This is an optimization exercise on Yosys and OpenROAD, whose aim is small area, a short achievable clock period and few clock cycles per item, not a production implementation. The RTL was checked by simulation tests, not by an equivalence proof against the original design. Power is estimated from default activity; no workload was simulated.

`config.mk`:
```
export PLATFORM = sky130hd
export DESIGN_NAME = envelope_engine
export DESIGN_NICKNAME = envelope_engine
export VERILOG_FILES = /design/flow/design.v
export SDC_FILE = /design/flow/constraint.sdc
export NUM_CORES = 4
export LEC_CHECK = 0
export CAP_MARGIN = 20
export CORE_MARGIN = 2
export CORE_UTILIZATION = 50
export PLACE_DENSITY = 0.65
export SETUP_SLACK_MARGIN = 2
export SLEW_MARGIN = 20
export SYNTH_HIERARCHICAL = 1
export SYNTH_MINIMUM_KEEP_SIZE = 0
```
`constraint.sdc`:
```
create_clock -name core_clock -period 30.0 [get_ports {clk}]
set_input_delay 6.0000 -clock core_clock [delete_from_list [all_inputs] [get_ports {clk}]]
set_output_delay 6.0000 -clock core_clock [all_outputs]
set_load 0.01 [all_outputs]
```
`design.v`:
```
module envelope_engine (
    input  wire         clk,
    input  wire         rst,
    input  wire         cmd_valid,
    output wire         cmd_ready,
    input  wire         cmd_check,      
    input  wire [63:0]  cmd_tag,        
    input  wire [31:0]  cmd_gen,        
    input  wire [1:0]   cmd_gen_mode,   
    input  wire [15:0]  cmd_gen_lag,    
    input  wire [3:0]   cmd_fmt,        
    input  wire         cmd_loaded,     
    input  wire         cmd_far,        
    input  wire [63:0]  cmd_pred_res,   
    input  wire         in_valid,
    output wire         in_ready,
    input  wire [63:0]  in_data,
    output wire         res_valid,
    input  wire         res_ready,
    output wire [255:0] res_env,        
    output reg  [4:0]   res_bad         
);
    localparam [31:0] POLY    = 32'h82F63B78;   
    localparam [31:0] RESIDUE = 32'hB798B438;   
    reg         cmd_rdy, in_rdy, res_vld;
    reg         busy;           
    reg         mode_check;
    reg  [9:0]  cnt;            
    reg         v;              
    reg  [63:0] d;              
    assign cmd_ready = cmd_rdy;
    assign in_ready  = in_rdy;
    assign res_valid = res_vld;
    reg  [63:0] tag;
    reg  [31:0] gen;
    reg  [5:0]  flags;
    reg  [63:0] pred_res;
    always @(posedge clk) begin
        if (~busy) begin
            mode_check <= cmd_check;
            tag        <= cmd_tag;
            gen        <= cmd_gen;
            flags      <= {cmd_far, cmd_loaded, cmd_fmt};
            pred_res   <= cmd_check ? {46'd0, cmd_gen_mode, cmd_gen_lag} : cmd_pred_res;
        end
    end
    wire       beat_fire = in_valid & in_rdy;
    wire [9:0] last_m1   = mode_check ? 10'd514 : 10'd510;
    wire       body_fire = busy & ~in_rdy & ~mode_check &
                           (cnt == 10'd511 || cnt == 10'd512 || cnt == 10'd513 || cnt == 10'd514);
    always @(posedge clk) begin
        d <= in_data;
        if (rst) begin
            cmd_rdy <= 1'b1;
            busy    <= 1'b0;
            in_rdy  <= 1'b0;
            res_vld <= 1'b0;
            v       <= 1'b0;
        end else begin
            v <= beat_fire | body_fire;
            if (cmd_rdy) begin
                if (cmd_valid) begin
                    cmd_rdy <= 1'b0;
                    busy    <= 1'b1;
                    in_rdy  <= 1'b1;
                end
            end
            if (beat_fire && cnt == last_m1)
                in_rdy <= 1'b0;
            if (v && cnt == 10'd515)
                res_vld <= 1'b1;
            if (res_vld && res_ready) begin
                res_vld <= 1'b0;
                cmd_rdy <= 1'b1;
                busy    <= 1'b0;
            end
        end
    end
    always @(posedge clk) begin
        if (~busy)
            cnt <= 10'h3FF;
        else if (beat_fire | body_fire)
            cnt <= cnt + 10'd1;
    end
    wire       payload = ~cnt[9];
    wire [1:0] j       = cnt[1:0];
    wire       body    = cnt[9] & ~mode_check;
    reg  [31:0] crc_n;
    reg  first1;
    always @(posedge clk)
        first1 <= ~busy | (first1 & ~v);
    wire force_ones = first1 | (cnt[9] & (j == 2'd0) & mode_check);
    wire force_zero = body & (j == 2'd3);
    wire [31:0] crc_in = force_ones ? 32'hFFFFFFFF : force_zero ? 32'h0 : ~crc_n;
    reg  [63:0] body_word;
    always @(*) begin
        case (j)
            2'd0:    body_word = {pred_res[31:0], 32'h0};
            2'd1:    body_word = {tag[31:0], pred_res[63:32]};
            2'd2:    body_word = {gen, tag[63:32]};
            default: body_word = {~crc_n ^ {26'd0, flags}, 32'h0};
        endcase
    end
    wire [63:0] crc_data = body ? body_word : d;
    wire [31:0] crc_next;
    crc32c_step64 u_crc (.c(crc_in), .d(crc_data), .q(crc_next));
    reg  [63:0] rot;
    function [15:0] csa;        
        input [7:0] x, y, z;
        reg [7:0] k;
        begin
            k   = (x & y) | (x & z) | (y & z);
            csa = {k[6:0], k[7], x ^ y ^ z};
        end
    endfunction
    reg         first8;
    always @(posedge clk)
        first8 <= ~busy | (first8 & ~(v & (cnt[2:0] == 3'd7)));
    wire [7:0]  acc = first8 ? 8'd0 : rot[7:0];
    wire [15:0] l1a = csa(acc,     d[7:0],   d[15:8]);
    wire [15:0] l1b = csa(d[23:16], d[31:24], d[39:32]);
    wire [15:0] l1c = csa(d[47:40], d[55:48], d[63:56]);
    wire [15:0] l2a = csa(l1a[7:0], l1a[15:8], l1b[7:0]);
    wire [15:0] l2b = csa(l1b[15:8], l1c[7:0], l1c[15:8]);
    wire [15:0] l3  = csa(l2a[7:0], l2a[15:8], l2b[7:0]);
    wire [15:0] l4  = csa(l3[7:0], l3[15:8], l2b[15:8]);
    wire [8:0]  s0  = {1'b0, l4[7:0]} + {1'b0, l4[15:8]};
    wire [8:0]  s1  = {1'b0, l4[7:0]} + {1'b0, l4[15:8]} + 9'd1;
    wire [7:0]  res_new = (&l4) ? 8'd0 : s1[8] ? s1[7:0] : s0[7:0];
    wire [15:0] gen_lag     = pred_res[15:0];
    wire [1:0]  gen_mode    = pred_res[17:16];
    wire        gen_checked = (gen_mode == 2'd1) | (gen_mode == 2'd2);
    wire [32:0] gen_diff    = {1'b0, gen} - {17'd0, gen_lag};
    wire        gen_pos     = (gen_mode == 2'd2) & ~gen_diff[32] & (|gen_diff[31:0]);
    wire [31:0] gen_expect  = gen_diff[31:0] & {32{gen_pos}};
    reg  [31:0] cmp_lo, cmp_hi;
    always @(*) begin
        case (j)
            2'd0: begin
                cmp_lo = crc_n;
                cmp_hi = rot[31:0];
            end
            2'd1: begin
                cmp_lo = rot[63:32];
                cmp_hi = tag[31:0];
            end
            default: begin
                cmp_lo = tag[63:32];
                cmp_hi = gen_expect;
            end
        endcase
    end
    wire ne_lo = (crc_data[31:0]  != cmp_lo);
    wire ne_hi = (crc_data[63:32] != cmp_hi);
    always @(posedge clk) begin
        if (v) begin
            crc_n <= ~crc_next;
            if (payload)
                rot <= {res_new, rot[63:8]};
            else if (j == 2'd0)
                rot[31:0] <= crc_n;
            if (cnt[9]) begin
                case (j)
                    2'd0: begin
                        res_bad[1] <= mode_check & ne_lo;
                        res_bad[2] <= ne_hi;
                    end
                    2'd1: begin
                        res_bad[2] <= res_bad[2] | ne_lo;
                        res_bad[3] <= mode_check & ne_hi;
                    end
                    2'd2: begin
                        res_bad[3] <= mode_check & (res_bad[3] | ne_lo);
                        res_bad[4] <= mode_check & gen_checked & ne_hi;
                    end
                    default: begin
                        res_bad[0] <= mode_check & (crc_next != RESIDUE);
                    end
                endcase
            end
        end
    end
    assign res_env = {crc_n, 26'd0, flags, gen, tag, pred_res, rot[31:0]};
endmodule
module crc32c_step64 (input wire [31:0] c, input wire [63:0] d, output wire [31:0] q);
    wire [63:0] x;
    assign x[63:32] = d[63:32];
    genvar g;
    generate for (g = 0; g < 32; g = g + 1) begin : gx
        xor2_cell ux (.a(c[g]), .b(d[g]), .y(x[g]));
    end endgenerate
    wire n64;
    xor2_cell u0 (.a(x[38]), .b(x[47]), .y(n64));
    wire n65;
    xor2_cell u1 (.a(x[14]), .b(x[18]), .y(n65));
    wire n66;
    xor2_cell u2 (.a(x[32]), .b(x[55]), .y(n66));
    wire n67;
    xor2_cell u3 (.a(x[1]), .b(x[12]), .y(n67));
    wire n68;
    xor2_cell u4 (.a(x[34]), .b(x[57]), .y(n68));
    wire n69;
    xor2_cell u5 (.a(x[33]), .b(x[52]), .y(n69));
    wire n70;
    xor2_cell u6 (.a(x[0]), .b(x[11]), .y(n70));
    wire n71;
    xor2_cell u7 (.a(x[15]), .b(x[27]), .y(n71));
    wire n72;
    xor2_cell u8 (.a(x[13]), .b(x[58]), .y(n72));
    wire n73;
    xor2_cell u9 (.a(x[25]), .b(x[31]), .y(n73));
    wire n74;
    xor2_cell u10 (.a(x[30]), .b(x[35]), .y(n74));
    wire n75;
    xor2_cell u11 (.a(x[23]), .b(x[29]), .y(n75));
    wire n76;
    xor2_cell u12 (.a(x[36]), .b(x[45]), .y(n76));
    wire n77;
    xor2_cell u13 (.a(x[53]), .b(x[54]), .y(n77));
    wire n78;
    xor2_cell u14 (.a(x[26]), .b(n66), .y(n78));
    wire n79;
    xor2_cell u15 (.a(x[39]), .b(x[48]), .y(n79));
    wire n80;
    xor2_cell u16 (.a(x[24]), .b(x[43]), .y(n80));
    wire n81;
    xor2_cell u17 (.a(x[28]), .b(n64), .y(n81));
    wire n82;
    xor2_cell u18 (.a(x[37]), .b(x[46]), .y(n82));
    wire n83;
    xor2_cell u19 (.a(x[40]), .b(x[49]), .y(n83));
    wire n84;
    xor2_cell u20 (.a(x[61]), .b(n65), .y(n84));
    wire n85;
    xor2_cell u21 (.a(x[16]), .b(x[63]), .y(n85));
    wire n86;
    xor2_cell u22 (.a(x[2]), .b(x[60]), .y(n86));
    wire n87;
    xor2_cell u23 (.a(x[41]), .b(x[62]), .y(n87));
    wire n88;
    xor2_cell u24 (.a(x[22]), .b(x[59]), .y(n88));
    wire n89;
    xor2_cell u25 (.a(x[17]), .b(x[42]), .y(n89));
    wire n90;
    xor2_cell u26 (.a(x[10]), .b(x[21]), .y(n90));
    wire n91;
    xor2_cell u27 (.a(x[44]), .b(n73), .y(n91));
    wire n92;
    xor2_cell u28 (.a(x[4]), .b(n71), .y(n92));
    wire n93;
    xor2_cell u29 (.a(x[5]), .b(x[51]), .y(n93));
    wire n94;
    xor2_cell u30 (.a(x[56]), .b(n77), .y(n94));
    wire n95;
    xor2_cell u31 (.a(x[3]), .b(x[50]), .y(n95));
    wire n96;
    xor2_cell u32 (.a(n69), .b(n74), .y(n96));
    wire n97;
    xor2_cell u33 (.a(x[7]), .b(n83), .y(n97));
    wire n98;
    xor2_cell u34 (.a(x[20]), .b(n76), .y(n98));
    wire n99;
    xor2_cell u35 (.a(x[8]), .b(n80), .y(n99));
    wire n100;
    xor2_cell u36 (.a(n70), .b(n75), .y(n100));
    wire n101;
    xor2_cell u37 (.a(n72), .b(n86), .y(n101));
    wire n102;
    xor2_cell u38 (.a(x[19]), .b(n68), .y(n102));
    wire n103;
    xor2_cell u39 (.a(x[6]), .b(n79), .y(n103));
    wire n104;
    xor2_cell u40 (.a(n81), .b(n88), .y(n104));
    wire n105;
    xor2_cell u41 (.a(n82), .b(n90), .y(n105));
    wire n106;
    xor2_cell u42 (.a(n67), .b(n89), .y(n106));
    wire n107;
    xor2_cell u43 (.a(x[9]), .b(n92), .y(n107));
    wire n108;
    xor2_cell u44 (.a(x[57]), .b(x[59]), .y(n108));
    wire n109;
    xor2_cell u45 (.a(n87), .b(n91), .y(n109));
    wire n110;
    xor2_cell u46 (.a(n78), .b(n85), .y(n110));
    wire n111;
    xor2_cell u47 (.a(x[3]), .b(n84), .y(n111));
    wire n112;
    xor2_cell u48 (.a(x[12]), .b(x[13]), .y(n112));
    wire n113;
    xor2_cell u49 (.a(x[16]), .b(n93), .y(n113));
    wire n114;
    xor2_cell u50 (.a(x[21]), .b(n67), .y(n114));
    wire n115;
    xor2_cell u51 (.a(x[55]), .b(x[63]), .y(n115));
    wire n116;
    xor2_cell u52 (.a(x[61]), .b(n101), .y(n116));
    wire n117;
    xor2_cell u53 (.a(x[31]), .b(x[50]), .y(n117));
    wire n118;
    xor2_cell u54 (.a(x[8]), .b(n95), .y(n118));
    wire n119;
    xor2_cell u55 (.a(x[18]), .b(n98), .y(n119));
    wire n120;
    xor2_cell u56 (.a(x[53]), .b(n100), .y(n120));
    wire n121;
    xor2_cell u57 (.a(x[15]), .b(n97), .y(n121));
    wire n122;
    xor2_cell u58 (.a(x[41]), .b(n104), .y(n122));
    wire n123;
    xor2_cell u59 (.a(n77), .b(n113), .y(n123));
    wire n124;
    xor2_cell u60 (.a(x[51]), .b(n80), .y(n124));
    wire n125;
    xor2_cell u61 (.a(n87), .b(n108), .y(n125));
    wire n126;
    xor2_cell u62 (.a(n73), .b(n75), .y(n126));
    wire n127;
    xor2_cell u63 (.a(n78), .b(n94), .y(n127));
    wire n128;
    xor2_cell u64 (.a(x[56]), .b(n120), .y(n128));
    wire n129;
    xor2_cell u65 (.a(x[40]), .b(n110), .y(n129));
    wire n130;
    xor2_cell u66 (.a(x[38]), .b(n99), .y(n130));
    wire n131;
    xor2_cell u67 (.a(x[13]), .b(n96), .y(n131));
    wire n132;
    xor2_cell u68 (.a(x[28]), .b(n96), .y(n132));
    wire n133;
    xor2_cell u69 (.a(x[24]), .b(x[39]), .y(n133));
    wire n134;
    xor2_cell u70 (.a(x[10]), .b(x[11]), .y(n134));
    wire n135;
    xor2_cell u71 (.a(x[37]), .b(x[58]), .y(n135));
    wire n136;
    xor2_cell u72 (.a(x[29]), .b(n105), .y(n136));
    wire n137;
    xor2_cell u73 (.a(x[42]), .b(x[60]), .y(n137));
    wire n138;
    xor2_cell u74 (.a(n102), .b(n109), .y(n138));
    wire n139;
    xor2_cell u75 (.a(x[34]), .b(n65), .y(n139));
    wire n140;
    xor2_cell u76 (.a(x[17]), .b(n68), .y(n140));
    wire n141;
    xor2_cell u77 (.a(x[44]), .b(n103), .y(n141));
    wire n142;
    xor2_cell u78 (.a(x[48]), .b(n115), .y(n142));
    wire n143;
    xor2_cell u79 (.a(x[0]), .b(x[4]), .y(n143));
    wire n144;
    xor2_cell u80 (.a(x[62]), .b(n93), .y(n144));
    wire n145;
    xor2_cell u81 (.a(x[1]), .b(n85), .y(n145));
    wire n146;
    xor2_cell u82 (.a(x[27]), .b(n69), .y(n146));
    wire n147;
    xor2_cell u83 (.a(n126), .b(n134), .y(n147));
    wire n148;
    xor2_cell u84 (.a(x[22]), .b(x[41]), .y(n148));
    wire n149;
    xor2_cell u85 (.a(x[26]), .b(n64), .y(n149));
    wire n150;
    xor2_cell u86 (.a(x[33]), .b(n81), .y(n150));
    wire n151;
    xor2_cell u87 (.a(x[55]), .b(n122), .y(n151));
    wire n152;
    xor2_cell u88 (.a(x[14]), .b(n118), .y(n152));
    wire n153;
    xor2_cell u89 (.a(x[10]), .b(n91), .y(n153));
    wire n154;
    xor2_cell u90 (.a(x[46]), .b(n147), .y(n154));
    wire n155;
    xor2_cell u91 (.a(x[9]), .b(x[60]), .y(n155));
    wire n156;
    xor2_cell u92 (.a(x[49]), .b(n89), .y(n156));
    wire n157;
    xor2_cell u93 (.a(x[25]), .b(n141), .y(n157));
    wire n158;
    xor2_cell u94 (.a(n78), .b(n112), .y(n158));
    wire n159;
    xor2_cell u95 (.a(x[19]), .b(n107), .y(n159));
    wire n160;
    xor2_cell u96 (.a(x[51]), .b(n86), .y(n160));
    wire n161;
    xor2_cell u97 (.a(x[9]), .b(n138), .y(n161));
    wire n162;
    xor2_cell u98 (.a(n84), .b(n102), .y(n162));
    wire n163;
    xor2_cell u99 (.a(x[43]), .b(x[56]), .y(n163));
    wire n164;
    xor2_cell u100 (.a(x[50]), .b(n155), .y(n164));
    wire n165;
    xor2_cell u101 (.a(x[16]), .b(n70), .y(n165));
    wire n166;
    xor2_cell u102 (.a(x[54]), .b(n143), .y(n166));
    wire n167;
    xor2_cell u103 (.a(x[30]), .b(n82), .y(n167));
    wire n168;
    xor2_cell u104 (.a(x[62]), .b(n111), .y(n168));
    wire n169;
    xor2_cell u105 (.a(n94), .b(n124), .y(n169));
    wire n170;
    xor2_cell u106 (.a(n79), .b(n136), .y(n170));
    wire n171;
    xor2_cell u107 (.a(n109), .b(n145), .y(n171));
    wire n172;
    xor2_cell u108 (.a(n76), .b(n81), .y(n172));
    wire n173;
    xor2_cell u109 (.a(x[23]), .b(n105), .y(n173));
    wire n174;
    xor2_cell u110 (.a(n107), .b(n150), .y(n174));
    wire n175;
    xor2_cell u111 (.a(x[35]), .b(n84), .y(n175));
    wire n176;
    xor2_cell u112 (.a(x[20]), .b(x[36]), .y(n176));
    wire n177;
    xor2_cell u113 (.a(n106), .b(n128), .y(n177));
    wire n178;
    xor2_cell u114 (.a(n101), .b(n114), .y(n178));
    wire n179;
    xor2_cell u115 (.a(x[45]), .b(n74), .y(n179));
    wire n180;
    xor2_cell u116 (.a(n135), .b(n149), .y(n180));
    wire n181;
    xor2_cell u117 (.a(n95), .b(n107), .y(n181));
    wire n182;
    xor2_cell u118 (.a(x[11]), .b(n97), .y(n182));
    wire n183;
    xor2_cell u119 (.a(n99), .b(n112), .y(n183));
    wire n184;
    xor2_cell u120 (.a(x[6]), .b(n164), .y(n184));
    wire n185;
    xor2_cell u121 (.a(n117), .b(n123), .y(n185));
    wire n186;
    xor2_cell u122 (.a(x[7]), .b(x[15]), .y(n186));
    wire n187;
    xor2_cell u123 (.a(x[61]), .b(n130), .y(n187));
    wire n188;
    xor2_cell u124 (.a(n76), .b(n131), .y(n188));
    wire n189;
    xor2_cell u125 (.a(n82), .b(n98), .y(n189));
    wire n190;
    xor2_cell u126 (.a(x[51]), .b(n106), .y(n190));
    wire n191;
    xor2_cell u127 (.a(x[38]), .b(n79), .y(n191));
    wire n192;
    xor2_cell u128 (.a(x[59]), .b(n90), .y(n192));
    wire n193;
    xor2_cell u129 (.a(x[44]), .b(n132), .y(n193));
    wire n194;
    xor2_cell u130 (.a(x[32]), .b(n148), .y(n194));
    wire n195;
    xor2_cell u131 (.a(n133), .b(n184), .y(n195));
    wire n196;
    xor2_cell u132 (.a(n70), .b(n159), .y(n196));
    wire n197;
    xor2_cell u133 (.a(x[12]), .b(n72), .y(n197));
    wire n198;
    xor2_cell u134 (.a(n116), .b(n125), .y(n198));
    wire n199;
    xor2_cell u135 (.a(n103), .b(n154), .y(n199));
    wire n200;
    xor2_cell u136 (.a(n88), .b(n187), .y(n200));
    wire n201;
    xor2_cell u137 (.a(n72), .b(n144), .y(n201));
    wire n202;
    xor2_cell u138 (.a(n66), .b(n69), .y(n202));
    wire n203;
    xor2_cell u139 (.a(x[49]), .b(n193), .y(n203));
    wire n204;
    xor2_cell u140 (.a(x[43]), .b(n142), .y(n204));
    wire n205;
    xor2_cell u141 (.a(n114), .b(n119), .y(n205));
    wire n206;
    xor2_cell u142 (.a(x[17]), .b(n165), .y(n206));
    wire n207;
    xor2_cell u143 (.a(n153), .b(n195), .y(n207));
    wire n208;
    xor2_cell u144 (.a(x[29]), .b(x[58]), .y(n208));
    wire n209;
    xor2_cell u145 (.a(x[63]), .b(n160), .y(n209));
    wire n210;
    xor2_cell u146 (.a(x[18]), .b(n163), .y(n210));
    wire n211;
    xor2_cell u147 (.a(n83), .b(n87), .y(n211));
    wire n212;
    xor2_cell u148 (.a(x[5]), .b(n99), .y(n212));
    wire n213;
    xor2_cell u149 (.a(n100), .b(n180), .y(n213));
    wire n214;
    xor2_cell u150 (.a(x[20]), .b(n177), .y(n214));
    wire n215;
    xor2_cell u151 (.a(x[36]), .b(n170), .y(n215));
    wire n216;
    xor2_cell u152 (.a(x[35]), .b(x[58]), .y(n216));
    wire n217;
    xor2_cell u153 (.a(n117), .b(n191), .y(n217));
    wire n218;
    xor2_cell u154 (.a(n74), .b(n121), .y(n218));
    wire t155;
    xor2_cell u155 (.a(x[5]), .b(n101), .y(t155));
    wire t156;
    xor2_cell u156 (.a(t155), .b(n102), .y(t156));
    wire t157;
    xor2_cell u157 (.a(t156), .b(n146), .y(t157));
    wire t158;
    xor2_cell u158 (.a(t157), .b(n151), .y(t158));
    wire t159;
    xor2_cell u159 (.a(t158), .b(n206), .y(t159));
    wire t160;
    xor2_cell u160 (.a(t159), .b(n210), .y(t160));
    xor2_cell u161 (.a(t160), .b(n215), .y(q[0]));
    wire t162;
    xor2_cell u162 (.a(x[60]), .b(n74), .y(t162));
    wire t163;
    xor2_cell u163 (.a(t162), .b(n83), .y(t163));
    wire t164;
    xor2_cell u164 (.a(t163), .b(n102), .y(t164));
    wire t165;
    xor2_cell u165 (.a(t164), .b(n104), .y(t165));
    wire t166;
    xor2_cell u166 (.a(t165), .b(n111), .y(t166));
    wire t167;
    xor2_cell u167 (.a(t166), .b(n135), .y(t167));
    wire t168;
    xor2_cell u168 (.a(t167), .b(n141), .y(t168));
    xor2_cell u169 (.a(t168), .b(n214), .y(q[1]));
    wire t170;
    xor2_cell u170 (.a(x[19]), .b(n75), .y(t170));
    wire t171;
    xor2_cell u171 (.a(t170), .b(n80), .y(t171));
    wire t172;
    xor2_cell u172 (.a(t171), .b(n166), .y(t172));
    wire t173;
    xor2_cell u173 (.a(t172), .b(n198), .y(t173));
    wire t174;
    xor2_cell u174 (.a(t173), .b(n205), .y(t174));
    wire t175;
    xor2_cell u175 (.a(t174), .b(n217), .y(t175));
    xor2_cell u176 (.a(t175), .b(n218), .y(q[2]));
    wire t177;
    xor2_cell u177 (.a(x[19]), .b(x[21]), .y(t177));
    wire t178;
    xor2_cell u178 (.a(t177), .b(x[42]), .y(t178));
    wire t179;
    xor2_cell u179 (.a(t178), .b(n66), .y(t179));
    wire t180;
    xor2_cell u180 (.a(t179), .b(n83), .y(t180));
    wire t181;
    xor2_cell u181 (.a(t180), .b(n88), .y(t181));
    wire t182;
    xor2_cell u182 (.a(t181), .b(n93), .y(t182));
    wire t183;
    xor2_cell u183 (.a(t182), .b(n116), .y(t183));
    wire t184;
    xor2_cell u184 (.a(t183), .b(n133), .y(t184));
    wire t185;
    xor2_cell u185 (.a(t184), .b(n152), .y(t185));
    wire t186;
    xor2_cell u186 (.a(t185), .b(n167), .y(t186));
    wire t187;
    xor2_cell u187 (.a(t186), .b(n171), .y(t187));
    xor2_cell u188 (.a(t187), .b(n176), .y(q[3]));
    wire t189;
    xor2_cell u189 (.a(x[28]), .b(x[42]), .y(t189));
    wire t190;
    xor2_cell u190 (.a(t189), .b(n98), .y(t190));
    wire t191;
    xor2_cell u191 (.a(t190), .b(n129), .y(t191));
    wire t192;
    xor2_cell u192 (.a(t191), .b(n162), .y(t192));
    wire t193;
    xor2_cell u193 (.a(t192), .b(n181), .y(t193));
    wire t194;
    xor2_cell u194 (.a(t193), .b(n199), .y(t194));
    xor2_cell u195 (.a(t194), .b(n201), .y(q[4]));
    wire t196;
    xor2_cell u196 (.a(x[22]), .b(x[24]), .y(t196));
    wire t197;
    xor2_cell u197 (.a(t196), .b(x[38]), .y(t197));
    wire t198;
    xor2_cell u198 (.a(t197), .b(x[62]), .y(t198));
    wire t199;
    xor2_cell u199 (.a(t198), .b(n65), .y(t199));
    wire t200;
    xor2_cell u200 (.a(t199), .b(n68), .y(t200));
    wire t201;
    xor2_cell u201 (.a(t200), .b(n103), .y(t201));
    wire t202;
    xor2_cell u202 (.a(t201), .b(n143), .y(t202));
    wire t203;
    xor2_cell u203 (.a(t202), .b(n158), .y(t203));
    wire t204;
    xor2_cell u204 (.a(t203), .b(n176), .y(t204));
    wire t205;
    xor2_cell u205 (.a(t204), .b(n209), .y(t205));
    xor2_cell u206 (.a(t205), .b(n218), .y(q[5]));
    wire t207;
    xor2_cell u207 (.a(x[1]), .b(n86), .y(t207));
    wire t208;
    xor2_cell u208 (.a(t207), .b(n104), .y(t208));
    wire t209;
    xor2_cell u209 (.a(t208), .b(n118), .y(t209));
    wire t210;
    xor2_cell u210 (.a(t209), .b(n121), .y(t210));
    wire t211;
    xor2_cell u211 (.a(t210), .b(n140), .y(t211));
    wire t212;
    xor2_cell u212 (.a(t211), .b(n154), .y(t212));
    wire t213;
    xor2_cell u213 (.a(t212), .b(n175), .y(t213));
    xor2_cell u214 (.a(t213), .b(n204), .y(q[6]));
    wire t215;
    xor2_cell u215 (.a(n140), .b(n144), .y(t215));
    wire t216;
    xor2_cell u216 (.a(t215), .b(n158), .y(t216));
    wire t217;
    xor2_cell u217 (.a(t216), .b(n173), .y(t217));
    wire t218;
    xor2_cell u218 (.a(t217), .b(n181), .y(t218));
    wire t219;
    xor2_cell u219 (.a(t218), .b(n200), .y(t219));
    xor2_cell u220 (.a(t219), .b(n203), .y(q[7]));
    wire t221;
    xor2_cell u221 (.a(x[4]), .b(x[22]), .y(t221));
    wire t222;
    xor2_cell u222 (.a(t221), .b(x[35]), .y(t222));
    wire t223;
    xor2_cell u223 (.a(t222), .b(n85), .y(t223));
    wire t224;
    xor2_cell u224 (.a(t223), .b(n128), .y(t224));
    wire t225;
    xor2_cell u225 (.a(t224), .b(n139), .y(t225));
    wire t226;
    xor2_cell u226 (.a(t225), .b(n146), .y(t226));
    wire t227;
    xor2_cell u227 (.a(t226), .b(n172), .y(t227));
    wire t228;
    xor2_cell u228 (.a(t227), .b(n201), .y(t228));
    xor2_cell u229 (.a(t228), .b(n207), .y(q[8]));
    wire t230;
    xor2_cell u230 (.a(x[6]), .b(x[7]), .y(t230));
    wire t231;
    xor2_cell u231 (.a(t230), .b(x[23]), .y(t231));
    wire t232;
    xor2_cell u232 (.a(t231), .b(x[25]), .y(t232));
    wire t233;
    xor2_cell u233 (.a(t232), .b(x[33]), .y(t233));
    wire t234;
    xor2_cell u234 (.a(t233), .b(n64), .y(t234));
    wire t235;
    xor2_cell u235 (.a(t234), .b(n71), .y(t235));
    wire t236;
    xor2_cell u236 (.a(t235), .b(n84), .y(t236));
    wire t237;
    xor2_cell u237 (.a(t236), .b(n129), .y(t237));
    wire t238;
    xor2_cell u238 (.a(t237), .b(n148), .y(t238));
    wire t239;
    xor2_cell u239 (.a(t238), .b(n169), .y(t239));
    wire t240;
    xor2_cell u240 (.a(t239), .b(n178), .y(t240));
    xor2_cell u241 (.a(t240), .b(n179), .y(q[9]));
    wire t242;
    xor2_cell u242 (.a(x[54]), .b(n90), .y(t242));
    wire t243;
    xor2_cell u243 (.a(t242), .b(n91), .y(t243));
    wire t244;
    xor2_cell u244 (.a(t243), .b(n137), .y(t244));
    wire t245;
    xor2_cell u245 (.a(t244), .b(n168), .y(t245));
    wire t246;
    xor2_cell u246 (.a(t245), .b(n186), .y(t246));
    wire t247;
    xor2_cell u247 (.a(t246), .b(n212), .y(t247));
    xor2_cell u248 (.a(t247), .b(n213), .y(q[10]));
    wire t249;
    xor2_cell u249 (.a(x[30]), .b(x[45]), .y(t249));
    wire t250;
    xor2_cell u250 (.a(t249), .b(x[62]), .y(t250));
    wire t251;
    xor2_cell u251 (.a(t250), .b(n67), .y(t251));
    wire t252;
    xor2_cell u252 (.a(t251), .b(n110), .y(t252));
    wire t253;
    xor2_cell u253 (.a(t252), .b(n157), .y(t253));
    wire t254;
    xor2_cell u254 (.a(t253), .b(n196), .y(t254));
    xor2_cell u255 (.a(t254), .b(n200), .y(q[11]));
    wire t256;
    xor2_cell u256 (.a(x[52]), .b(n88), .y(t256));
    wire t257;
    xor2_cell u257 (.a(t256), .b(n97), .y(t257));
    wire t258;
    xor2_cell u258 (.a(t257), .b(n161), .y(t258));
    wire t259;
    xor2_cell u259 (.a(t258), .b(n204), .y(t259));
    wire t260;
    xor2_cell u260 (.a(t259), .b(n205), .y(t260));
    xor2_cell u261 (.a(t260), .b(n213), .y(q[12]));
    wire t262;
    xor2_cell u262 (.a(x[47]), .b(x[50]), .y(t262));
    wire t263;
    xor2_cell u263 (.a(t262), .b(n68), .y(t263));
    wire t264;
    xor2_cell u264 (.a(t263), .b(n106), .y(t264));
    wire t265;
    xor2_cell u265 (.a(t264), .b(n110), .y(t265));
    wire t266;
    xor2_cell u266 (.a(t265), .b(n119), .y(t266));
    wire t267;
    xor2_cell u267 (.a(t266), .b(n120), .y(t267));
    wire t268;
    xor2_cell u268 (.a(t267), .b(n203), .y(t268));
    xor2_cell u269 (.a(t268), .b(n212), .y(q[13]));
    wire t270;
    xor2_cell u270 (.a(x[52]), .b(x[57]), .y(t270));
    wire t271;
    xor2_cell u271 (.a(t270), .b(n67), .y(t271));
    wire t272;
    xor2_cell u272 (.a(t271), .b(n70), .y(t272));
    wire t273;
    xor2_cell u273 (.a(t272), .b(n123), .y(t273));
    wire t274;
    xor2_cell u274 (.a(t273), .b(n151), .y(t274));
    wire t275;
    xor2_cell u275 (.a(t274), .b(n179), .y(t275));
    xor2_cell u276 (.a(t275), .b(n207), .y(q[14]));
    wire t277;
    xor2_cell u277 (.a(x[7]), .b(x[40]), .y(t277));
    wire t278;
    xor2_cell u278 (.a(t277), .b(x[52]), .y(t278));
    wire t279;
    xor2_cell u279 (.a(t278), .b(n76), .y(t279));
    wire t280;
    xor2_cell u280 (.a(t279), .b(n116), .y(t280));
    wire t281;
    xor2_cell u281 (.a(t280), .b(n127), .y(t281));
    wire t282;
    xor2_cell u282 (.a(t281), .b(n190), .y(t282));
    xor2_cell u283 (.a(t282), .b(n199), .y(q[15]));
    wire t284;
    xor2_cell u284 (.a(x[2]), .b(x[47]), .y(t284));
    wire t285;
    xor2_cell u285 (.a(t284), .b(n111), .y(t285));
    wire t286;
    xor2_cell u286 (.a(t285), .b(n125), .y(t286));
    wire t287;
    xor2_cell u287 (.a(t286), .b(n127), .y(t287));
    wire t288;
    xor2_cell u288 (.a(t287), .b(n146), .y(t288));
    wire t289;
    xor2_cell u289 (.a(t288), .b(n167), .y(t289));
    wire t290;
    xor2_cell u290 (.a(t289), .b(n182), .y(t290));
    xor2_cell u291 (.a(t290), .b(n183), .y(q[16]));
    wire t292;
    xor2_cell u292 (.a(n94), .b(n137), .y(t292));
    wire t293;
    xor2_cell u293 (.a(t292), .b(n138), .y(t293));
    wire t294;
    xor2_cell u294 (.a(t293), .b(n142), .y(t294));
    wire t295;
    xor2_cell u295 (.a(t294), .b(n152), .y(t295));
    wire t296;
    xor2_cell u296 (.a(t295), .b(n174), .y(t296));
    xor2_cell u297 (.a(t296), .b(n197), .y(q[17]));
    wire t298;
    xor2_cell u298 (.a(x[21]), .b(x[54]), .y(t298));
    wire t299;
    xor2_cell u299 (.a(t298), .b(n69), .y(t299));
    wire t300;
    xor2_cell u300 (.a(t299), .b(n149), .y(t300));
    wire t301;
    xor2_cell u301 (.a(t300), .b(n156), .y(t301));
    wire t302;
    xor2_cell u302 (.a(t301), .b(n175), .y(t302));
    wire t303;
    xor2_cell u303 (.a(t302), .b(n189), .y(t303));
    wire t304;
    xor2_cell u304 (.a(t303), .b(n194), .y(t304));
    wire t305;
    xor2_cell u305 (.a(t304), .b(n196), .y(t305));
    xor2_cell u306 (.a(t305), .b(n209), .y(q[18]));
    wire t307;
    xor2_cell u307 (.a(x[15]), .b(n95), .y(t307));
    wire t308;
    xor2_cell u308 (.a(t307), .b(n198), .y(t308));
    xor2_cell u309 (.a(t308), .b(n214), .y(q[19]));
    wire t310;
    xor2_cell u310 (.a(x[30]), .b(x[42]), .y(t310));
    wire t311;
    xor2_cell u311 (.a(t310), .b(n85), .y(t311));
    wire t312;
    xor2_cell u312 (.a(t311), .b(n108), .y(t312));
    wire t313;
    xor2_cell u313 (.a(t312), .b(n124), .y(t313));
    wire t314;
    xor2_cell u314 (.a(t313), .b(n166), .y(t314));
    wire t315;
    xor2_cell u315 (.a(t314), .b(n168), .y(t315));
    xor2_cell u316 (.a(t315), .b(n178), .y(q[20]));
    wire t317;
    xor2_cell u317 (.a(x[56]), .b(n68), .y(t317));
    wire t318;
    xor2_cell u318 (.a(t317), .b(n70), .y(t318));
    wire t319;
    xor2_cell u319 (.a(t318), .b(n92), .y(t319));
    wire t320;
    xor2_cell u320 (.a(t319), .b(n111), .y(t320));
    wire t321;
    xor2_cell u321 (.a(t320), .b(n150), .y(t321));
    wire t322;
    xor2_cell u322 (.a(t321), .b(n171), .y(t322));
    xor2_cell u323 (.a(t322), .b(n215), .y(q[21]));
    wire t324;
    xor2_cell u324 (.a(x[46]), .b(x[63]), .y(t324));
    wire t325;
    xor2_cell u325 (.a(t324), .b(n67), .y(t325));
    wire t326;
    xor2_cell u326 (.a(t325), .b(n78), .y(t326));
    wire t327;
    xor2_cell u327 (.a(t326), .b(n92), .y(t327));
    wire t328;
    xor2_cell u328 (.a(t327), .b(n137), .y(t328));
    wire t329;
    xor2_cell u329 (.a(t328), .b(n188), .y(t329));
    wire t330;
    xor2_cell u330 (.a(t329), .b(n192), .y(t330));
    wire t331;
    xor2_cell u331 (.a(t330), .b(n210), .y(t331));
    xor2_cell u332 (.a(t331), .b(n211), .y(q[22]));
    wire t333;
    xor2_cell u333 (.a(x[44]), .b(x[52]), .y(t333));
    wire t334;
    xor2_cell u334 (.a(t333), .b(x[53]), .y(t334));
    wire t335;
    xor2_cell u335 (.a(t334), .b(n84), .y(t335));
    wire t336;
    xor2_cell u336 (.a(t335), .b(n89), .y(t336));
    wire t337;
    xor2_cell u337 (.a(t336), .b(n115), .y(t337));
    wire t338;
    xor2_cell u338 (.a(t337), .b(n192), .y(t338));
    wire t339;
    xor2_cell u339 (.a(t338), .b(n208), .y(t339));
    xor2_cell u340 (.a(t339), .b(n217), .y(q[23]));
    wire t341;
    xor2_cell u341 (.a(x[0]), .b(x[2]), .y(t341));
    wire t342;
    xor2_cell u342 (.a(t341), .b(x[30]), .y(t342));
    wire t343;
    xor2_cell u343 (.a(t342), .b(x[48]), .y(t343));
    wire t344;
    xor2_cell u344 (.a(t343), .b(n71), .y(t344));
    wire t345;
    xor2_cell u345 (.a(t344), .b(n72), .y(t345));
    wire t346;
    xor2_cell u346 (.a(t345), .b(n123), .y(t346));
    wire t347;
    xor2_cell u347 (.a(t346), .b(n136), .y(t347));
    wire t348;
    xor2_cell u348 (.a(t347), .b(n140), .y(t348));
    wire t349;
    xor2_cell u349 (.a(t348), .b(n172), .y(t349));
    wire t350;
    xor2_cell u350 (.a(t349), .b(n202), .y(t350));
    xor2_cell u351 (.a(t350), .b(n211), .y(q[24]));
    wire t352;
    xor2_cell u352 (.a(x[11]), .b(x[31]), .y(t352));
    wire t353;
    xor2_cell u353 (.a(t352), .b(n82), .y(t353));
    wire t354;
    xor2_cell u354 (.a(t353), .b(n94), .y(t354));
    wire t355;
    xor2_cell u355 (.a(t354), .b(n95), .y(t355));
    wire t356;
    xor2_cell u356 (.a(t355), .b(n96), .y(t356));
    wire t357;
    xor2_cell u357 (.a(t356), .b(n103), .y(t357));
    wire t358;
    xor2_cell u358 (.a(t357), .b(n139), .y(t358));
    wire t359;
    xor2_cell u359 (.a(t358), .b(n145), .y(t359));
    wire t360;
    xor2_cell u360 (.a(t359), .b(n151), .y(t360));
    wire t361;
    xor2_cell u361 (.a(t360), .b(n156), .y(t361));
    xor2_cell u362 (.a(t361), .b(n208), .y(q[25]));
    wire t363;
    xor2_cell u363 (.a(x[42]), .b(n92), .y(t363));
    wire t364;
    xor2_cell u364 (.a(t363), .b(n132), .y(t364));
    wire t365;
    xor2_cell u365 (.a(t364), .b(n173), .y(t365));
    wire t366;
    xor2_cell u366 (.a(t365), .b(n182), .y(t366));
    wire t367;
    xor2_cell u367 (.a(t366), .b(n185), .y(t367));
    wire t368;
    xor2_cell u368 (.a(t367), .b(n194), .y(t368));
    xor2_cell u369 (.a(t368), .b(n197), .y(q[26]));
    wire t370;
    xor2_cell u370 (.a(x[6]), .b(x[14]), .y(t370));
    wire t371;
    xor2_cell u371 (.a(t370), .b(x[34]), .y(t371));
    wire t372;
    xor2_cell u372 (.a(t371), .b(x[36]), .y(t372));
    wire t373;
    xor2_cell u373 (.a(t372), .b(n89), .y(t373));
    wire t374;
    xor2_cell u374 (.a(t373), .b(n100), .y(t374));
    wire t375;
    xor2_cell u375 (.a(t374), .b(n122), .y(t375));
    wire t376;
    xor2_cell u376 (.a(t375), .b(n183), .y(t376));
    wire t377;
    xor2_cell u377 (.a(t376), .b(n185), .y(t377));
    xor2_cell u378 (.a(t377), .b(n202), .y(q[27]));
    wire t379;
    xor2_cell u379 (.a(x[37]), .b(n66), .y(t379));
    wire t380;
    xor2_cell u380 (.a(t379), .b(n75), .y(t380));
    wire t381;
    xor2_cell u381 (.a(t380), .b(n106), .y(t381));
    wire t382;
    xor2_cell u382 (.a(t381), .b(n131), .y(t382));
    wire t383;
    xor2_cell u383 (.a(t382), .b(n139), .y(t383));
    wire t384;
    xor2_cell u384 (.a(t383), .b(n155), .y(t384));
    wire t385;
    xor2_cell u385 (.a(t384), .b(n157), .y(t385));
    wire t386;
    xor2_cell u386 (.a(t385), .b(n169), .y(t386));
    xor2_cell u387 (.a(t386), .b(n186), .y(q[28]));
    wire t388;
    xor2_cell u388 (.a(x[2]), .b(x[16]), .y(t388));
    wire t389;
    xor2_cell u389 (.a(t388), .b(x[26]), .y(t389));
    wire t390;
    xor2_cell u390 (.a(t389), .b(x[55]), .y(t390));
    wire t391;
    xor2_cell u391 (.a(t390), .b(n94), .y(t391));
    wire t392;
    xor2_cell u392 (.a(t391), .b(n121), .y(t392));
    wire t393;
    xor2_cell u393 (.a(t392), .b(n130), .y(t393));
    wire t394;
    xor2_cell u394 (.a(t393), .b(n153), .y(t394));
    wire t395;
    xor2_cell u395 (.a(t394), .b(n162), .y(t395));
    xor2_cell u396 (.a(t395), .b(n188), .y(q[29]));
    wire t397;
    xor2_cell u397 (.a(x[39]), .b(n71), .y(t397));
    wire t398;
    xor2_cell u398 (.a(t397), .b(n127), .y(t398));
    wire t399;
    xor2_cell u399 (.a(t398), .b(n152), .y(t399));
    wire t400;
    xor2_cell u400 (.a(t399), .b(n161), .y(t400));
    wire t401;
    xor2_cell u401 (.a(t400), .b(n189), .y(t401));
    wire t402;
    xor2_cell u402 (.a(t401), .b(n206), .y(t402));
    xor2_cell u403 (.a(t402), .b(n216), .y(q[30]));
    wire t404;
    xor2_cell u404 (.a(x[54]), .b(x[56]), .y(t404));
    wire t405;
    xor2_cell u405 (.a(t404), .b(n105), .y(t405));
    wire t406;
    xor2_cell u406 (.a(t405), .b(n108), .y(t406));
    wire t407;
    xor2_cell u407 (.a(t406), .b(n119), .y(t407));
    wire t408;
    xor2_cell u408 (.a(t407), .b(n129), .y(t408));
    wire t409;
    xor2_cell u409 (.a(t408), .b(n174), .y(t409));
    wire t410;
    xor2_cell u410 (.a(t409), .b(n190), .y(t410));
    xor2_cell u411 (.a(t410), .b(n216), .y(q[31]));
endmodule
module xor2_cell (input wire a, input wire b, output wire y);
    assign y = a ^ b;
endmodule
```
`flow/run.sh`:
```
#!/bin/bash
set -o pipefail
export BUFFER_PORTS_ARGS="-buffer_cell sky130_fd_sc_hd__buf_1"
bash standard.sh > standard.log 2>&1
```
`standard.sh`:
```
#!/bin/bash
# synth_recipe.tcl (not shown) runs the flow's synth.tcl, then flattens the netlist and writes it again
# the make line also repeats each setting of config.mk as NAME=value (left out here)
make -C /OpenROAD-flow-scripts/flow DESIGN_CONFIG=/design/flow/config.mk WORK_HOME=/design/flow/orfs CLKGATE_MAP_FILE= SYNTH_SCRIPT=/design/flow/synth_recipe.tcl "${@:-finish}"
```
==> impl.org, run 1 <==
** Power and ir drop
- The worst-case IR drop observed on VDD is 0.0946 mV.
- Overall power consumption after layout is estimated at 3.28 mW.
- Power density over the cells :: 120 nW/um^2
- The analysis attributes to cell leakage a power of 10.5 nW.

** Run status
- Outcome :: timing/DRC/antenna clean

** Floorplanning
- The floorplan step set the die width to 222 um.
- Die area :: ~50000 um^2
- # IOs :: slightly above 500
- Measured along the y axis, the die boundary spans about 220 um.
- Starting Density :: 50.8%
- The initialized floorplan defines 79 standard-cell rows.
- The core region is between 40000 and 50000 um^2.

** Synthesis
- Number of enable-type register cells in the synthesized netlist :: 268
- Summing every instance area after synthesis gives about 24000 um^2.
- After technology mapping, the gate count stands at 2263.
- Main synth FF type :: edfxtp_1
- Post-synthesis cell type count :: 89
- Yosys printed 7 warnings.
- In this run the mean area of a mapped cell was 10.5 um^2.
- Summing the sequential cell areas from Yosys gives 40.8% of the chip area.
- Counting flops with an async set or reset pin after synthesis yields a share of 0%.
- Post-synthesis sequential element count :: 349

** Setup path
- Data arrives at the worst endpoint at approximately 1.6 ns.
- Counting both buffers and inverters, the worst setup path holds a total of 1.
- The worst setup path is of the reg2out kind.
- The worst setup path is captured at an output port.
- The signal on the critical path passes through buf_1.
- Element type at the critical path start :: flop
- For this design, the slowest cell found on the critical path is edfxtp_1.
- Required time of the critical path :: 24.00 ns
- Crit path max fanout :: 16
- Family of cells with the greatest summed delay on the critical path :: flip-flops
- The largest single stage delay on the critical path is 0.81 ns.

** Timing
- In the finished design, the share of the clock period the worst path needs comes to 25.3%.
- Total count of hold-check failures in the final report :: 0
- Worst slew slack as a fraction of its limit :: 34.3%
- Setup repair after global routing left no endpoint under its margin.
- Hold_ws :: about 0.45 ns
- Post-Route Setup TNS :: 0 ns
- Once routing completed, OpenROAD measured the worst setup slack at 22.40 ns.
- The final max-slew violation count was 0.
- For the pin with the worst max-slew slack, the measured transition is 0.985 ns.
- Setup violations, final :: 0
- Clock period minus final worst setup slack :: 7.60 ns
- On the final layout, the worst clock skew is 0.0259 ns.
- Static timing analysis puts the maximum clock frequency at 0.132 GHz.

** Final layout
- Util after Layout :: 58.5%
- Non-filler cells in the finished layout :: approximately 3400
- Once layout is done, the placed cells without fillers occupy 27300 um^2.
- Area overhead of the layout relative to synthesis :: 15.2%
- Net count, final :: 3060
- Highest-count cells in the layout ignoring fill and taps :: buf_1 (490), xor2_1 (468), edfxtp_1 (268)
- The library cell used most frequently in the layout, excluding fill and tap cells, is buf_1.
- Fraction of layout cells with a size suffix above 1 :: under 10%

** Detailed routing
- The detail route stage leaves a number of antenna-violating nets equal to 0.
- Total routed wirelength :: 107000 um
- Total number of vias :: between 20000 and 25000
- Count of unresolved DRC violations after routing :: 0
- Using the TritonRoute via totals, the vias-per-cell ratio works out to 6.34.
- Dividing the detail-routed wire length by the instance count gives between 30 and 40 um.
- After the first detailed-routing iteration, the DRC count stood at 3835.
- TritonRoute pass-1 iters :: 22

** Clocking
- Clock insertion delay at the later pin of the skew report :: 0.58 ns
- Buffer depth of the longest clock path :: 3
- Gates resized during post-CTS repair numbered 0.
- # hold bufs at CTS :: 0
- Maximum level of the CTS H-tree :: 2
- Clock tree synthesis inserted a total of 39 buffers.
- The tree is rooted in a clkbuf_16.
- After clock tree synthesis, the setup repair step added 0 buffers.
- After clock tree synthesis, the clock-pin slew on the worst setup and hold paths is 0.06 ns.
- Number of sinks handled by clock tree synthesis :: 349
- TritonCTS built the clock tree.

** Run
- Max-cap violations in this run came to 0.

** Hold path
- Worst min-delay path category :: reg2reg

** Global route
- Congestion Overflow GR :: 0
- Global routing used 42.0% of the available tracks across all layers.
- Number of global-route vias before repair :: 20100
- The first global-routing pass estimated roughly 150000 um of wire.
- Number of antenna violations at the first check in global routing :: 4
- Maximum number of pins on one net before global-route repair :: 120

** Place
- The placed instances occupy a cell area of 26000 um^2.
- The number of placed instances, taps included, is 3279.
- Setup Slack @ Placement :: 22.58 ns
- Input and output buffers added on the ports amount to 491.
- Final HPWL from detailed placement :: 85800 um
- At the end of routability-driven placement, the weighted congestion stood at 1.10.
==> cells by family after synthesis <==
logic type	count (synthesis)	synth area share [%]
adders and majority gates	92	6.69
buffers and inverters	336	6.41
and+or+nand+nor	407	9.29
xor gates and xnor gates	533	19.7
AOI/OAI and AO/OA	464	13.4
other	1	0.0158
muxes	81	3.75
DFF	349	40.8
==> synth_stat cells, types with 10 or more instances <==
master    instances  area share [%]
nand4_1          36            0.95
and3_1           15            0.40
buf_2            12            0.25
nand2b_1         12            0.32
mux2i_1          18            0.76
a222oi_1         13            0.55
a22oi_1          62             2.0
nand3_1          23            0.49
a211oi_1         14            0.44
a22o_1           36             1.3
a21oi_1         111             2.3
edfxtp_1        268              34
nand2_1          95             1.5
xor2_1          468              17
clkbuf_1         66             1.0
mux2_2           62             2.9
buf_4            58             1.8
nor2_1           64             1.0
buf_1            10            0.16
o22ai_1          41             1.1
nor4_1           25            0.66
dfxtp_1          81             6.8
fa_1             58             4.9
nor2b_1          59             1.6
inv_1           187             3.0
o21ai_0          66             1.4
nor3_1           24            0.51
ha_1             34             1.8
xnor2_1          65             2.4
a21o_1           15            0.47
==> worst register-to-register path: stages, from the launching register on <==
cell and delay (ns):
dfxtp_2 0.31, buf_4 0.55, ha_2 0.67, nor2b_1 0.76
nand3_1 0.18, o221ai_1 0.34, inv_1 0.32, xor2_1 0.63
xor2_1 0.42, xor2_1 0.65, xor2_1 0.23, xor2_1 0.18
xor2_1 0.18, xor2_1 0.18, xor2_1 0.24, nand4_1 0.19
nor4_1 0.37, a41oi_1 0.18
==> modules after synthesis, one instance, submodules excluded, excerpt <==
module           copies in the design  area, um^2  cells  flip-flops and latches
xor2_cell                         444        8.76      1                       0
envelope_engine                     1       19800   1819                     349
==> power by group <==
part	total (mW)	internal (mW)	switching [mW]	leakage, nW
Sequential	0.780	0.668	0.112	3.32
Clock	0.490	0.281	0.209	0.631
Combinational	2.01	0.684	1.32	6.52
==> final timing paths <==
path,cells past startpoint,to,slack (ns),from
setup / recovery,1,res_env[176],22.40,gen[16]
hold / removal,0,rot[38],0.45,rot[46]
setup reg to reg,17,res_bad[0],23.13,cnt[9]
hold reg to reg,0,rot[38],0.45,rot[46]
==> layer usage <==
layer | part of all wire [%] | global-route usage, %
met5 | 0.012 | 0
met4 | 6.1 | 21.3
met3 | 14 | 12.1
met2 | 42 | 60.7
met1 | 39 | 57.5
==> registers in the layout (all words and copies together) (netlist names) <==
register,cells
busy,1
cmd_rdy,1
cnt,10
crc_n,32
d,64
first1,1
first8,1
flags,6
gen,32
in_rdy,1
mode_check,1
pred_res,64
res_bad,5
res_vld,1
rot,64
tag,64
v,1
==> layout make-up <==
class	count	area (um^2)
Tap cell	607	759
Clock inverter	20	220
Inverter	187	707
Timing Repair Buffer	534	2200
Antenna cell	2	5.00
Multi-Input combinational cell	1603	12700
Clock buffer	50	1070
Sequential cell	349	9670
Fill cell	4117	19300
Testbench counts, summed over its fixed seeds: cycles 49,824, blocks 96.
==> run 2, diff against run 1 <==
--- a/design.v
+++ b/design.v
@@ -37,2 +37,5 @@
     reg  [63:0] pred_res;
+    reg         gen_borrow, gen_nz;
+    wire        gen_shift = v & mode_check & (cnt[9:5] == 5'd0);
+    wire        gen_dbit  = gen[0] ^ pred_res[0] ^ gen_borrow;
     always @(posedge clk) begin
@@ -44,2 +47,9 @@
             pred_res   <= cmd_check ? {46'd0, cmd_gen_mode, cmd_gen_lag} : cmd_pred_res;
+            gen_borrow <= 1'b0;
+            gen_nz     <= 1'b0;
+        end else if (gen_shift) begin
+            gen            <= {gen_dbit, gen[31:1]};
+            pred_res[15:0] <= {1'b0, pred_res[15:1]};
+            gen_borrow     <= (~gen[0] & pred_res[0]) | (~gen[0] & gen_borrow) | (pred_res[0] & gen_borrow);
+            gen_nz         <= gen_nz | gen_dbit;
         end
@@ -129,8 +139,6 @@
     wire [7:0]  res_new = (&l4) ? 8'd0 : s1[8] ? s1[7:0] : s0[7:0];
-    wire [15:0] gen_lag     = pred_res[15:0];
     wire [1:0]  gen_mode    = pred_res[17:16];
     wire        gen_checked = (gen_mode == 2'd1) | (gen_mode == 2'd2);
-    wire [32:0] gen_diff    = {1'b0, gen} - {17'd0, gen_lag};
-    wire        gen_pos     = (gen_mode == 2'd2) & ~gen_diff[32] & (|gen_diff[31:0]);
-    wire [31:0] gen_expect  = gen_diff[31:0] & {32{gen_pos}};
+    wire        gen_pos     = (gen_mode == 2'd2) & ~gen_borrow & gen_nz;
+    wire [31:0] gen_expect  = gen & {32{gen_pos}};
     reg  [31:0] cmp_lo, cmp_hi;
--- a/config.mk
+++ b/config.mk
@@ -10,2 +10,5 @@
 export CORE_UTILIZATION = 50
+export CTS_BUF_LIST = sky130_fd_sc_hd__clkbuf_16
+export CTS_CLUSTER_DIAMETER = 80
+export CTS_CLUSTER_SIZE = 25
 export PLACE_DENSITY = 0.65
==> impl.org, run 2 <==
** Run status
- Outcome :: timing/DRC/antenna clean

** Final layout
- Area overhead of the layout relative to synthesis :: 14.1%
- Highest-count cells in the layout ignoring fill and taps :: buf_1 (490), xor2_1 (467), edfxtp_1 (268)
- Net count, final :: 2730 (-11%)
- Most common library cell in the layout ignoring fill and taps :: buf_1
- Seq. cell area :: 9710 um^2 (+0.43%)
- The total area of multi-input combinational cells was 11100 um^2 (-12%).
- The non-filler instance count after layout is 3003 (-10%).
- The share of layout cells above drive strength 1 came to 8.40% (+0.82 points).
- Final-layout fill cell count :: 3811 (-7.4%)

** Timing
- The worst-case clock skew is 0.0426 ns (+0.0167 ns).
- Setup violations, final :: 0 (unchanged)
- The final max-slew violation count was 0 (unchanged).
- Post-Route Setup TNS :: 0 ns (unchanged)
- Worst slew slack as a fraction of its limit :: 30.1% (-4.2 points)
- The final count of hold timing violations came to 0 (unchanged).
- The transition time of the tightest slew-check pin was 1.04 ns (+0.0549 ns).
- The highest clock frequency the design can meet was 0.132 GHz (about the same).
- Smallest setup slack after layout :: 22.40 ns (+0.00540 ns)
- Final cycle utilization of the critical path :: 25.3% (about the same)
- The clock period minus final worst setup slack was 7.60 ns (-0.00540 ns).
- Setup repair after global routing missed its margin :: no

** Synthesis
- Leading post-synthesis cells by cell area :: edfxtp_1 (37%), xor2_1 (19%), dfxtp_1 (7.5%)
- The count of unique library cells instantiated by Yosys was 63 (-29%).
- Syn Std Cell Area :: 22000 um^2 (-7.0%)
- The count of flip-flops with a built-in enable after synthesis was 268 (unchanged).
- Avg Inst Size Synth :: 11.3 um^2 (+8.1%)
- Yosys instantiated no cell more often than xor2_1.
- Post-synthesis sequential element count :: 351 (+0.57%)
- Yosys warning total :: 7 (unchanged)
- Proportion of synthesized flip-flops having asynchronous set or reset :: 0% (unchanged)
- The synthesized design spends more area on one cell type than any other, namely edfxtp_1.
- Counting instances in the post-synthesis netlist gives the leading cell types as xor2_1 (467), edfxtp_1 (268), inv_1 (156), dfxtp_1 (83), a21oi_1 (76).
- The cell count after synthesis was 1946 (-14%).
- Main synth FF type :: edfxtp_1
- The fraction of synthesized cell area taken by the top area cell type came to 36.5% (+2.6 points).
- The sequential element share of the synthesized area was 44.0% (+3.3 points).

** Global route
- Maximum number of pins on one net before global-route repair :: 78 (-35%)
- The number of antenna violations at the first check in global routing is 4 (unchanged).
- The number of global-route vias before repair was 17700 (-12%).
- All-layer global routing usage :: 40.6% (-1.4 points)
- Congestion Overflow GR :: 0 (unchanged)
- Global-route wire length before repair :: 132000 um (-10%)

** Setup path
- The worst register-to-register path begins at cnt[9].
- The critical path goes through buf_1.
- Crit path max fanout :: 5 (-11)
- Critical path class :: reg2out
- CP Buf/Inv Count :: 1 (unchanged)
- Longest individual stage delay on the worst path :: 0.81 ns (about the same)
- The worst setup path is captured at an output port.
- The required arrival time at the worst endpoint is 24.00 ns (about the same).
- In this run the worst setup path begins at crc_n[12].
- Highest-delay cell along the critical path :: edfxtp_1
- Broken down by cell family, the worst path's largest delay share belongs to flip-flops.
- The total stage count of the critical path is 1 (unchanged).
- Minimum setup slack among reg-to-reg paths :: 22.59 ns (-0.54 ns)
- The worst register-to-register path ends at res_bad[0].
- The worst setup path is launched from a flop.
- Capture point of the worst path :: res_env[236]
- Reg2reg path depth :: 19 (+2)
- Arrival time reported for the critical path endpoint :: 1.60 ns (about the same)

** Place
- Final HPWL from detailed placement :: 77600 um (-9.5%)
- The count of buffers inserted at the top-level ports came to 491 (unchanged).
- Setup Slack @ Placement :: 22.51 ns (-0.0735 ns)
- Placed Cells incl. Taps :: 2962 (-9.7%)
- Placer Congestion :: 1.13 (+3.1%)

** Detailed routing
- Routed length per instance :: 31.8 um (-0.14%)
- The number of vias after detailed routing came to 18100 (-15%).
- The post-detailed-route via-to-cell ratio is 6.02 (-5.1%).
- The remaining antenna violation count came to 0 (unchanged).
- The first-pass iteration count of the detailed router came to 11 (-50%).
- The number of design rule violations left after detail routing was 0 (unchanged).
- The overall routed net length was 95600 um (-11%).
- 1st-iter DRT viols :: 2613 (-32%)

** Clocking
- Clock root buffer :: clkbuf_16
- The maximum level of the CTS H-tree was 1 (-1).
- The clock input transition at the sequential cells of the worst setup and hold paths came to 0.10 ns (+0.04 ns).
- The number of setup buffers added after CTS is 0 (unchanged).
- The clock network latency to the later pin of the worst-skew pair is 0.60 ns (+0.02 ns).
- The count of hold buffers inserted by post-cts repair is 0 (unchanged).
- TritonCTS built the clock tree.
- Number of sinks handled by clock tree synthesis :: 351 (+0.57%)
- The total CTS buffers came to 22 (-44%).
- The number of cells upsized or downsized after cts was 0 (unchanged).
- Buffer depth of the longest clock path :: 3 (unchanged)

** Run
- The total of max-cap violations is 0 (unchanged).

** Power and ir drop
- Sequential group share of total power :: 24.8% (+1.0 points)
- The share of total power consumed by net switching is 52.3% (+2.1 points).
- The combinational share of power was 64.4% (+3.2 points).
- The power consumption was 3.12 mW (-4.7%).
- The leakage power total came to 9.61 nW (-8.2%).
- The internal power summed over all cells was 1.49 mW (-8.8%).
- IR drop worst, VDD :: 0.101 mV (+6.7%)
- Power density over the cells :: 124 nW/um^2 (+3.5%)
- The clock share of power came to 10.8% (-4.2 points).
- The reported net switching power was 1.64 mW (-0.60%).

** Hold path
- Worst min-delay path category :: reg2reg
- Critical hold path startpoint :: rot[55]

** Floorplanning
- Horizontal die dimension :: 214 um (-3.5%)
- The count of boundary I/O pins came to 518 (unchanged).
- The initial cell density of the core is 51.0% (+0.13 points).
- The placement row count is 76 (-3.8%).
- The core area was 43300 um^2 (-7.3%).
- Vertical die dimension :: 214 um (-3.5%)
- The die outline area is 45800 um^2 (-6.9%).
## run 2: changes by cell type after synthesis, moves of 19 or more
| cell | previous run | this run |
|---|---|---|
| a222oi_1 | 13 | 33 |
| nor2_1 | 64 | 45 |
| a21oi_1 | 111 | 76 |
| clkbuf_1 | 66 | 30 |
| buf_2 | 12 | 35 |
| inv_1 | 187 | 156 |
| nor3_1 | 24 | 5 |
| nand2_1 | 95 | 41 |
## run 2: layer usage
layer / global-route usage [%] / part of all wire [%]
met1: 54.4 / 39
met2: 64.0 / 46
met3: 6.26 / 9.5
met4: 21.1 / 6.3
met5: 0 / 0
## run 2: cell families (layout without fill, tap and decap cells)
kind of cell | after synthesis | in the layout | synth area share (%)
compound gates | 363 | 363 | 11.7
xor+xnor | 516 | 516 | 20.5
buf+inv | 297 | 743 | 6.50
flops | 351 | 351 | 44.0
simple gates | 242 | 242 | 5.99
fa+ha+maj | 75 | 75 | 6.23
other cells | 1 | 27 | 0.0170
mux | 101 | 101 | 5.01
## run 2: worst min path at each step
stage	endpoint	depth (start not counted)
after detailed placement	rot[47]	0
final	rot[47]	0
after CTS	rot[47]	0
after global placement	rot[48]	0
after floorplan	rot[32]	0
after global routing	rot[52]	0
## run 2: power by group through the flow
stage / clock (mW) / sequential, mW / combinational [mW]
2_1_floorplan: 0 / 0.736 / 1.31
3_3_place_gp: 0 / 0.780 / 1.98
3_5_place_dp: 0 / 0.779 / 1.96
4_1_cts: 0.340 / 0.768 / 1.97
5_1_grt: 0.355 / 0.772 / 2.14
6_report: 0.337 / 0.775 / 2.01
## run 2: Yosys stat by module (local to each module, per instance), excerpt
module / flops+latches / area [um^2] / cells / copies in the design
envelope_engine: 351 / 18200 / 1502 / 1
xor2_cell: 0 / 8.76 / 1 / 444
## run 2: cell type report
class	instances	share of cell area [%]
Clock inverter	18	0.806
Inverter	156	2.34
Sequential cell	351	38.6
Tap cell	585	2.91
Timing Repair Buffer	547	9.02
Clock buffer	22	2.19
Multi-Input combinational cell	1323	44.1
Antenna cell	1	0.00995
## run 2: per-stage QoR
step                hold WS (ns)  utilization (%)  area [um^2]
finish                     0.467             58.1        25100
global route               0.472             58.1        25100
CTS                        0.466             58.1        25100
detailed placement         0.442             56.4        24400
global placement           0.433             56.4        24400
floorplan                  0.427                -        22100
Testbench counts of run 2, summed over its fixed seeds: cycles 49,824, blocks 96.

-- re-timing with driven ports --
How much do the figures lean on ideal ports? The routed layouts below were timed once more, with nothing changed but the port constraints. Step 1 assumes that a clkbuf_16 drives the clock port and a buf_2 every other input. Step 2 times the ports against the registers' clock, not the clock port: input delays grow and output delays shrink by t, the midpoint of the rising clock arrivals with the driver on. Slacks: ideal ports / drivers / drivers and shift; pairs: ideal ports / drivers.
| run | shift t [ns] | setup slack, ns | latest minus earliest clock arrival (ns) | worst data-port slew with drivers (ns) |
|---|---|---|---|---|
| run 1 | 0.631 | 22.399 / 22.339 / 22.529 | 0.028 / 0.028 | 0.06 |
| run 2 | 0.639 | 22.404 / 22.347 / 22.522 | 0.046 / 0.045 | 0.06 |
After both steps setup and hold are still met in every run listed.
